From an optimization exercise on the open Yosys and OpenROAD flow, aimed at small area and a short achievable clock period; shortcuts taken in it are not production practice.
Only simulation tests tie the RTL to the original design; equivalence was not proved.
No activity file was given, so power comes from the tool's default toggle rates.

File: flow/design.v
module cvu (
    input  wire        clk,
    input  wire        rst,       
    input  wire        wr,        
    input  wire        rd,        
    input  wire [4:0]  addr,      
    input  wire [31:0] wdata,
    output reg  [31:0] rdata      
);
    localparam A_CTRL     = 5'd0;
    localparam A_STAT     = 5'd1;
    localparam A_POLY_LO  = 5'd2;
    localparam A_POLY_HI  = 5'd3;
    localparam A_INIT_LO  = 5'd4;
    localparam A_INIT_HI  = 5'd5;
    localparam A_XOR_LO   = 5'd6;
    localparam A_XOR_HI   = 5'd7;
    localparam A_PFX_LO   = 5'd8;
    localparam A_PFX_HI   = 5'd9;
    localparam A_VAL_LO   = 5'd10;
    localparam A_VAL_HI   = 5'd11;
    localparam A_LENGTH   = 5'd12;
    localparam A_DATA     = 5'd13;
    localparam A_RES_LO   = 5'd14;
    localparam A_RES_HI   = 5'd15;
    localparam A_CMD      = 5'd16;
    localparam MODE_CHECK  = 2'd2;
    localparam CMD_START  = 2'd1;
    localparam CMD_RESUME = 2'd2;
    localparam CMD_ABORT  = 2'd3;
    reg         rst_q, wr_q, rd_q;
    reg  [4:0]  addr_q;
    reg  [31:0] wdata_q;
    always @(posedge clk) begin
        rst_q   <= rst;
        wr_q    <= wr;
        rd_q    <= rd;
        addr_q  <= addr;
        wdata_q <= wdata;
    end
    reg  [1:0]  mode;
    reg         refin;
    reg         refout;
    reg  [3:0]  pfx_b;
    reg  [6:0]  width;
    reg  [63:0] poly;
    reg  [63:0] init;
    reg  [63:0] xorv;
    reg  [63:0] prefix;
    reg  [63:0] value;
    reg  [31:0] val_lo_hold;
    reg  [31:0] val_shadow;
    reg  [31:0] len_left;
    reg  [3:0]  pfx_left;
    reg  [63:0] chk;
    reg  [63:0] result;
    reg         busy;
    reg         st_restarted, st_cfg_rej, st_cfg_mid, st_len_err, st_check_fail, st_done;
    wire [63:0] wmask = (width >= 7'd64) ? 64'hFFFF_FFFF_FFFF_FFFF
                                         : ((64'd1 << width) - 64'd1);
    wire [3:0]  nbytes = width[6:3] + {3'd0, |width[2:0]};
    wire [5:0]  wm1    = width[5:0] - 6'd1;
    wire [5:0]  sh     = ~wm1;
    wire        wzero  = (width == 7'd0);
    function [63:0] rev64(input [63:0] v);
        integer i;
        begin
            for (i = 0; i < 64; i = i + 1) rev64[i] = v[63 - i];
        end
    endfunction
    wire        acc_wr    = wr_q;
    wire        do_data   = acc_wr && addr_q == A_DATA;
    wire        pfx_beat  = busy && pfx_left != 4'd0;
    wire        data_beat = do_data && busy && pfx_left == 4'd0;
    wire        is_check  = mode == MODE_CHECK;
    wire        len_hi_nz = |len_left[31:4];
    wire [3:0]  taken;
    wire [3:0]  to_crc;
    genvar gk;
    generate
        for (gk = 0; gk < 4; gk = gk + 1) begin : g_take
            wire [4:0] lim = {1'b0, nbytes} + gk;
            assign taken[gk]  = len_hi_nz || len_left[3:0] > gk;
            assign to_crc[gk] = taken[gk] && (!is_check || len_hi_nz || {1'b0, len_left[3:0]} > lim);
        end
    endgenerate
    wire [95:0] pfx_ext   = {prefix, 32'd0} >> {pfx_left, 3'd0};
    wire [31:0] pfx_bytes = pfx_ext[31:0];
    reg  [3:0]  crc_en;
    always @* begin
        if (pfx_beat) begin
            crc_en[0] = 1'b1;
            crc_en[1] = pfx_left >= 4'd2;
            crc_en[2] = pfx_left >= 4'd3;
            crc_en[3] = pfx_left >= 4'd4;
        end else if (data_beat) begin
            crc_en = to_crc;
        end else begin
            crc_en = 4'd0;
        end
    end
    wire [31:0] beat_raw = pfx_beat ? pfx_bytes : wdata_q;
    reg  [31:0] beat_d;
    integer bi, bj;
    always @* begin
        for (bi = 0; bi < 4; bi = bi + 1)
            for (bj = 0; bj < 8; bj = bj + 1)
                beat_d[8*bi + bj] = refin ? beat_raw[8*bi + 7 - bj] : beat_raw[8*bi + bj];
    end
    wire       ctrl_bad = (wdata_q[31:30] == 2'd3) || (wdata_q[6:0] == 7'd0) ||
                          (wdata_q[6:0] > 7'd64) || (wdata_q[27:24] > 4'd8);
    wire       is_param = addr_q == A_CTRL || (addr_q >= A_POLY_LO && addr_q <= A_PFX_HI);
    wire [1:0] cmd      = wdata_q[1:0];
    wire       is_cmd   = acc_wr && addr_q == A_CMD;
    wire       cmd_go   = is_cmd && (cmd == CMD_START || cmd == CMD_RESUME);
    wire       len_lt_nb = !len_hi_nz && len_left[3:0] < nbytes;
    wire       cmd_rej  = cmd_go && is_check && len_lt_nb;
    wire       go_ok    = cmd_go && !cmd_rej;
    wire       start_ok = go_ok && cmd == CMD_START;
    wire [63:0] rsrc = start_ok ? init : value;
    wire [63:0] a0   = rsrc << sh;
    wire [63:0] pa   = poly << sh;
    reg  [63:0] acc;
    reg  [63:0] a_byte [0:3];
    reg         fb;
    integer     ci, cj;
    always @* begin
        acc = a0;
        for (ci = 0; ci < 4; ci = ci + 1) begin
            for (cj = 7; cj >= 0; cj = cj - 1) begin
                fb  = acc[63] ^ beat_d[31 - 8*ci - (7 - cj)];
                acc = {acc[62:0], 1'b0} ^ ({64{fb}} & pa);
            end
            a_byte[ci] = acc;
        end
    end
    reg  [63:0] a_sel;
    always @* begin
        casez (crc_en)
            4'b1111: a_sel = a_byte[3];
            4'b0111: a_sel = a_byte[2];
            4'b0011: a_sel = a_byte[1];
            default: a_sel = a_byte[0];
        endcase
    end
    wire        crc_upd = crc_en[0];
    wire [63:0] r_new   = wzero ? 64'd0 : (a_sel >> sh);
    reg  [63:0] chk_beat;
    integer     ki;
    always @* begin
        chk_beat = chk;
        for (ki = 0; ki < 4; ki = ki + 1)
            if (data_beat && is_check && taken[ki] && !to_crc[ki])
                chk_beat = {chk_beat[55:0], wdata_q[31 - 8*ki -: 8]};
    end
    reg        n_busy;
    reg [3:0]  n_pfx_left;
    reg [31:0] n_len_left;
    reg [63:0] n_value;
    reg [63:0] n_chk;
    reg        fin_from_crc;
    always @* begin
        n_busy       = busy;
        n_pfx_left   = pfx_left;
        n_len_left   = len_left;
        n_value      = value;
        n_chk        = chk;
        fin_from_crc = 1'b0;
        if (pfx_beat) begin
            n_pfx_left = (pfx_left > 4'd4) ? pfx_left - 4'd4 : 4'd0;
        end
        if (data_beat) begin
            n_len_left = (len_hi_nz || len_left[3:0] > 4'd4) ? len_left - 32'd4 : 32'd0;
            n_chk      = chk_beat;
        end
        if (crc_upd) begin
            n_value      = r_new;
            fin_from_crc = 1'b1;
        end
        if (acc_wr) begin
            case (addr_q)
                A_VAL_HI: begin n_value = {wdata_q, val_lo_hold}; fin_from_crc = 1'b0; end
                A_LENGTH: n_len_left = wdata_q;
                A_CMD: begin
                    if (go_ok) begin
                        n_busy = 1'b1;
                        n_chk  = 64'd0;
                        if (cmd == CMD_START) begin
                            n_value      = init & wmask;
                            n_pfx_left   = pfx_b;
                            fin_from_crc = 1'b0;
                        end else begin
                            n_pfx_left = 4'd0;
                        end
                    end else if (cmd == CMD_ABORT) begin
                        n_busy     = 1'b0;
                        n_pfx_left = 4'd0;
                    end
                end
                default: ;
            endcase
        end
    end
    wire        complete = n_busy && n_pfx_left == 4'd0 && n_len_left == 32'd0;
    wire [63:0] rfl      = rev64(fin_from_crc ? a_sel : a0);
    wire [63:0] fin_now  = (refout ? rfl : (n_value & wmask)) ^ (xorv & wmask);
    wire        stat_rd  = rd_q && addr_q == A_STAT;
    always @(posedge clk) begin
        if (rst_q) begin
            mode <= 2'd0; refin <= 1'b0; refout <= 1'b0; pfx_b <= 4'd0; width <= 7'd0;
            poly <= 64'd0; init <= 64'd0; xorv <= 64'd0; prefix <= 64'd0;
            value <= 64'd0; val_lo_hold <= 32'd0; val_shadow <= 32'd0;
            len_left <= 32'd0; pfx_left <= 4'd0; chk <= 64'd0; result <= 64'd0;
            busy <= 1'b0;
            st_restarted <= 1'b0; st_cfg_rej <= 1'b0; st_cfg_mid <= 1'b0;
            st_len_err <= 1'b0; st_check_fail <= 1'b0; st_done <= 1'b0;
        end else begin
            if (stat_rd) begin
                st_restarted <= 1'b0; st_cfg_rej <= 1'b0; st_cfg_mid <= 1'b0;
                st_len_err <= 1'b0; st_check_fail <= 1'b0; st_done <= 1'b0;
            end
            if (acc_wr) begin
                case (addr_q)
                    A_CTRL: begin
                        if (ctrl_bad) begin
                            st_cfg_rej <= 1'b1;
                        end else begin
                            mode   <= wdata_q[31:30];
                            refin  <= wdata_q[29];
                            refout <= wdata_q[28];
                            pfx_b  <= wdata_q[27:24];
                            width  <= wdata_q[6:0];
                        end
                    end
                    A_POLY_LO: poly[31:0]    <= wdata_q;
                    A_POLY_HI: poly[63:32]   <= wdata_q;
                    A_INIT_LO: init[31:0]    <= wdata_q;
                    A_INIT_HI: init[63:32]   <= wdata_q;
                    A_XOR_LO:  xorv[31:0]    <= wdata_q;
                    A_XOR_HI:  xorv[63:32]   <= wdata_q;
                    A_PFX_LO:  prefix[31:0]  <= wdata_q;
                    A_PFX_HI:  prefix[63:32] <= wdata_q;
                    A_VAL_LO:  val_lo_hold   <= wdata_q;
                    A_DATA:    if (!busy) st_len_err <= 1'b1;
                    A_CMD: begin
                        if (cmd_rej)
                            st_cfg_rej <= 1'b1;
                        else if (cmd == CMD_START && busy)
                            st_restarted <= 1'b1;
                    end
                    default: ;
                endcase
                if (busy && is_param && !(addr_q == A_CTRL && ctrl_bad))
                    st_cfg_mid <= 1'b1;
            end
            busy     <= n_busy;
            pfx_left <= n_pfx_left;
            len_left <= n_len_left;
            value    <= n_value;
            chk      <= n_chk;
            if (complete) begin
                busy    <= 1'b0;
                st_done <= 1'b1;
                result  <= fin_now;
                if (is_check && n_chk != fin_now)
                    st_check_fail <= 1'b1;
            end
            if (rd_q && addr_q == A_VAL_LO)
                val_shadow <= value[63:32];
        end
    end
    always @* begin
        case (addr_q)
            A_CTRL:    rdata = {mode, refin, refout, pfx_b, 17'd0, width};
            A_STAT:    rdata = {24'd0, busy, st_restarted, 1'b0, st_cfg_rej,
                                st_cfg_mid, st_len_err, st_check_fail, st_done};
            A_POLY_LO: rdata = poly[31:0];
            A_POLY_HI: rdata = poly[63:32];
            A_INIT_LO: rdata = init[31:0];
            A_INIT_HI: rdata = init[63:32];
            A_XOR_LO:  rdata = xorv[31:0];
            A_XOR_HI:  rdata = xorv[63:32];
            A_PFX_LO:  rdata = prefix[31:0];
            A_PFX_HI:  rdata = prefix[63:32];
            A_VAL_LO:  rdata = value[31:0];
            A_VAL_HI:  rdata = val_shadow;
            A_LENGTH:  rdata = len_left;
            A_RES_LO:  rdata = result[31:0];
            A_RES_HI:  rdata = result[63:32];
            default:   rdata = 32'd0;
        endcase
    end
endmodule
File: flow/run.sh
#!/bin/bash
# synth_recipe.tcl (not shown) runs the flow's synth.tcl, then flattens the netlist and writes it again
# the make line also repeats each setting of config.mk as NAME=value (left out here)
make -C /OpenROAD-flow-scripts/flow DESIGN_CONFIG=/design/flow/config.mk WORK_HOME=/design/flow/orfs CLKGATE_MAP_FILE= SYNTH_SCRIPT=/design/flow/synth_recipe.tcl finish
File: flow/config.mk
export PLATFORM = sky130hd
export DESIGN_NAME = cvu
export DESIGN_NICKNAME = cvu
export VERILOG_FILES = /design/flow/design.v
export SDC_FILE = /design/flow/constraint.sdc
export NUM_CORES = 8
export LEC_CHECK = 0
export ABC_AREA = 1
export CAP_MARGIN = 20
export CORE_MARGIN = 2
export CORE_UTILIZATION = 22
export SLEW_MARGIN = 20
File: flow/constraint.sdc
create_clock -name core_clock -period 100.0 [get_ports {clk}]
set_input_delay 20.0000 -clock core_clock [delete_from_list [all_inputs] [get_ports {clk}]]
set_output_delay 20.0000 -clock core_clock [all_outputs]
set_load 0.01 [all_outputs]
==> tab_implementation.tex <==
\begin{tabular}{lr}
\hline
Metric & Value \\
\hline
\multicolumn{2}{l}{\textbf{GRT}} \\
Initial antenna violation count & 70 \\
Pin count of the biggest net entering global routing & 138 \\
GRT Overall Usage & 30.0\% \\
Via count of the first global-routing pass & 93,800 \\
Global-route wire length before repair & 818 mm \\
Remaining global-route overflow & 0 \\
\multicolumn{2}{l}{\textbf{CTS}} \\
Resized Gates After CTS & 0 \\
Root Driver & sky130\_fd\_sc\_hd\_\_clkbuf\_16 \\
Setup Buffers After CTS & 0 \\
Number of CTS-inserted buffers & 81 \\
Total of hold buffers inserted after clock tree synthesis & 0 \\
Total clock sinks & 610 \\
Max Buffers Root-to-Sink & 3 \\
Maximum level of the CTS H-tree & 3 \\
Insertion delay of the later-clocked pin in the worst-skew pair & 0.78 ns \\
Clock-pin slew of the registers on the worst-case setup and hold paths & 0.06 ns \\
TritonCTS clock tree & done \\
\multicolumn{2}{l}{\textbf{Place}} \\
RD Place Congestion & 1.12 \\
Detailed placement HPWL & 473 mm \\
Setup slack after placement & 70.11 ns \\
Count of port buffers added during placement & 72 \\
\multicolumn{2}{l}{\textbf{Outcome}} \\
Result of the run & no timing/DRC/antenna violations \\
\multicolumn{2}{l}{\textbf{Critical path}} \\
Data required, critical path & 100.61 ns \\
Cell type of the slowest stage on the worst timing path & sky130\_fd\_sc\_hd\_\_buf\_4 \\
Critical R2R Capture & st\_check\_fail \\
Worst reg-to-reg setup slack & 69.06 ns \\
Cell repeated most along the worst path & sky130\_fd\_sc\_hd\_\_nand3\_1 \\
CP Data Arrival Time & 31.55 ns \\
Type of destination of the critical path & register \\
Type of the worst setup path & register to register \\
Maximum cell stage delay along the critical path & 0.76 ns \\
Launch point of the worst reg-to-reg path & width[0] \\
Crit Path Max Fanout & 78 \\
Critical Path Start Type & register \\
Crit-path leading delay family & simple AND/OR/NAND/NOR gates \\
Buffers \& Inverters on Critical Path & 28 \\
Crit path launch & width[0] \\
R2R depth & 146 \\
Levels on crit path & 146 \\
\multicolumn{2}{l}{\textbf{Yosys}} \\
Dominant cells by area after synthesis & sky130\_fd\_sc\_hd\_\_nand2\_1 (17\%), sky130\_fd\_sc\_hd\_\_dfxtp\_1 (14\%), sky130\_fd\_sc\_hd\_\_nand3\_1 (10\%) \\
Synth Warn \# & 2 \\
Mapped Avg Cell Area & 5.55 µm² \\
Top-count cell post-synth & sky130\_fd\_sc\_hd\_\_nand2\_1 \\
Multiplexer fraction of the synthesized cell area & 0.942\% \\
Synth Flop Type & sky130\_fd\_sc\_hd\_\_dfxtp\_1 \\
XOR/XNOR share of the synthesized area & 17.8\% \\
Adder-cell share of the synthesized area & 0.455\% \\
Leading post-synthesis cells by instance count & sky130\_fd\_sc\_hd\_\_nand2\_1 (3,899), sky130\_fd\_sc\_hd\_\_nor2\_1 (1,903), sky130\_fd\_sc\_hd\_\_nand3\_1 (1,771), sky130\_fd\_sc\_hd\_\_inv\_1 (1,499), sky130\_fd\_sc\_hd\_\_o21ai\_0 (1,073) \\
Area leader, netlist & sky130\_fd\_sc\_hd\_\_nand2\_1 \\
Count of flip-flops with a built-in enable after synthesis & 0 \\
Share of flip-flops with an asynchronous set or reset & 0\% \\
Synth Net Count & 15,400 \\
Flops \& latches, synth & 610 \\
Number of distinct standard cells referenced by the synthesized netlist & 64 \\
Yosys top cell area share & 17.2\% \\
Seq/Total Area, Yosys & 14.3\% \\
Simple-gate share of the synthesized area & 38.9\% \\
Mapped Area & 0.0852 mm² \\
Main combinational cell family by area after synthesis & simple AND/OR/NAND/NOR gates \\
Share of the synthesized area in compound gates (AO/OA/AOI/OAI) & 15.3\% \\
Gate count after technology mapping & 15,400 \\
\multicolumn{2}{l}{\textbf{Drt}} \\
DRT Wirelength & 615 mm \\
Average detailed-routed wire length per instance & 30.5 µm \\
Total DRC errors in the routed layout & 0 \\
Drt via density & 5.40 \\
Initial DRC count & 18,200 \\
Count of nets left with antenna violations after detail routing & 0 \\
Drt first pass iters & 9 \\
Vias after detailed routing & 109,000 \\
\multicolumn{2}{l}{\textbf{Cells and area}} \\
Area added between synthesis and finish & 10.7\% \\
Share of cells above drive strength 1 & 5.31\% \\
Net count, final & 14,900 \\
\multicolumn{2}{l}{\textbf{Timing}} \\
Setup TNS after final layout & 0 ns \\
Worst slew margin relative to its limit & 9.85\% \\
Unrepaired setup endpoints after global routing & no \\
Fin crit share & 30.9\% \\
Final worst-path setup slack & 69.06 ns \\
Endpoints failing setup & 0 \\
Number of hold violations in the final report & 0 \\
Final count of pins violating max slew & 0 \\
Worst clock skew on the final layout & 0.0621 ns \\
Achievable clock frequency & 32.3 MHz \\
Transition time of the tightest slew-check pin & 1.34 ns \\
Time the final worst path needs with I/O delays and setup & 30.94 ns \\
\multicolumn{2}{l}{\textbf{Hold path}} \\
Cell depth of the worst min-delay path & 2 \\
Worst Hold Path EP & val\_shadow[12] \\
Classification of the worst-slack hold path & register to register \\
Startpoint of the most critical hold path & val\_shadow[12] \\
\multicolumn{2}{l}{\textbf{Power}} \\
Maximum resistive drop on vdd & 0.0211 mV \\
Standby leakage power & 0.0397 µW \\
Total power density per cell area & 15.1 mW/mm² \\
\multicolumn{2}{l}{\textbf{Die}} \\
Core area & 0.386 mm² \\
Starting utilization of the core area & 22.1\% \\
Total Die Area & 0.392 mm² \\
Y dimension of the die & 626 µm \\
Chip width & 626 µm \\
Top-level port count & 73 \\
Site row count & 228 \\
\multicolumn{2}{l}{\textbf{Job}} \\
Max-cap violations & 0 \\
\hline
\end{tabular}
## report_power, final
part	total [µW]	internal (µW)	switching, µW
registers	250	246	3.93
logic	851	242	609
clock network	320	180	140
total	1420	668	753
## cells in the final DEF (no fill, tap or decap), types with 44 or more instances in the layout
cell	netlist	routed
sky130_fd_sc_hd__a21oi_1	581	580
sky130_fd_sc_hd__a221oi_1	67	62
sky130_fd_sc_hd__buf_4	53	391
sky130_fd_sc_hd__clkbuf_16	0	81
sky130_fd_sc_hd__clkdlybuf4s50_1	0	72
sky130_fd_sc_hd__clkinv_1	47	46
sky130_fd_sc_hd__dfxtp_1	610	606
sky130_fd_sc_hd__diode_2	0	44
sky130_fd_sc_hd__inv_1	1499	1492
sky130_fd_sc_hd__inv_2	45	45
sky130_fd_sc_hd__mux2i_1	78	78
sky130_fd_sc_hd__nand2_1	3899	3882
sky130_fd_sc_hd__nand2_2	50	61
sky130_fd_sc_hd__nand3_1	1771	1770
sky130_fd_sc_hd__nand4_1	121	121
sky130_fd_sc_hd__nor2_1	1903	1886
sky130_fd_sc_hd__nor3_1	79	71
sky130_fd_sc_hd__o211ai_1	133	133
sky130_fd_sc_hd__o21ai_0	1073	1057
sky130_fd_sc_hd__o21ai_1	52	61
sky130_fd_sc_hd__o22ai_1	133	132
sky130_fd_sc_hd__o32ai_1	54	54
sky130_fd_sc_hd__xnor2_1	843	843
sky130_fd_sc_hd__xor2_1	879	876
## worst max path at each step
stage | slack, ns | endpoint
5_1_grt | 67.38 | st_check_fail
6_report | 69.06 | st_check_fail
4_1_cts | 70.07 | st_check_fail
2_1_floorplan | 77.91 | rdata[0]
3_3_place_gp | 69.96 | st_check_fail
3_5_place_dp | 70.11 | st_check_fail
## per-stage QoR
| stage | utilization (%) | cells | cell area, µm² | power, µW | hold slack, ns |
|---|---|---|---|---|---|
| 3_5_place_dp | 23.7 | 19900 | 91400 | 1080 | 0.445 |
| 4_1_cts | 24.4 | 20100 | 94100 | 1390 | 0.454 |
| 3_3_place_gp | 23.7 | 19900 | 91400 | 1070 | 0.436 |
| 6_report | 24.5 | 20100 | 94300 | 1420 | 0.456 |
| 2_1_floorplan | - | 15400 | 85200 | 831 | 0.425 |
| 5_1_grt | 24.4 | 20100 | 94300 | 1470 | 0.479 |
## state kept, by name, summed over array words and instances (netlist names), 2 cells and up
signal and count:
prefix 64, init 64, addr_q 5, value 64
val_shadow 32, wdata_q 32, width 7, result 64
pfx_left 4, mode 2, val_lo_hold 32, poly 64
xorv 64, len_left 32, pfx_b 4, chk 64
## cell type report
type	count	area [µm²]
fill	44900	291000
multi-input combinational	12100	63000
sequential	610	12200
tap	5175	6470
inverter	1591	6010
timing repair buffer	471	3790
clock buffer	111	2290
clock inverter	36	465
antenna	44	110
## per-layer routing
| layer | up-vias | track usage [%] | wire length [µm] |
|---|---|---|---|
| li1 | 48100 | - | - |
| met1 | 51300 | 39.2 | 244000 |
| met2 | 7635 | 41.3 | 238000 |
| met3 | 1509 | 9.04 | 78700 |
| met4 | 30 | 21.5 | 54000 |
| met5 | - | 0.407 | 396 |
## logic make-up after synthesis
group                      count (synthesis)
adders and majority gates                 31
muxes                                     80
xor gates and xnor gates                1726
and+or+nand+nor                         7963
AOI/OAI and AO/OA                       2291
DFF                                      610
buffers and inverters                   2652
## worst min-delay path, delay by kind of cell, from the launching register on
family	cells	cell delay, ns
buffers and inverters	1	0.06
AO/OA/AOI/OAI	1	0.05
flip-flops	1	0.30

separate check: timing with driven ports:
The flow's constraints put no driver on any port. The routed layout listed below was extracted and timed again, unchanged, in two steps. Step 1 (the two cells are an assumption about what drives the block):
set clk [get_ports {clk}]
set_driving_cell -lib_cell sky130_fd_sc_hd__clkbuf_16 $clk
set_driving_cell -lib_cell sky130_fd_sc_hd__buf_2 [delete_from_list [all_inputs] $clk]
Step 2 times the ports against the registers' clock, not the clock port: input delays grow and output delays shrink by t, the midpoint of the rising clock arrivals with the driver on. Three values: ideal ports, drivers, drivers and shift; two values: the first two.
t, ns: 0.844
setup slack, ns: 69.058 / 69.058 / 69.058
worst setup path after step 2: register to register
After both steps this run still meets setup and hold. For this run, drivers alone change the setup slack by 0.000 ns; drivers and shift together by 0.000 ns.
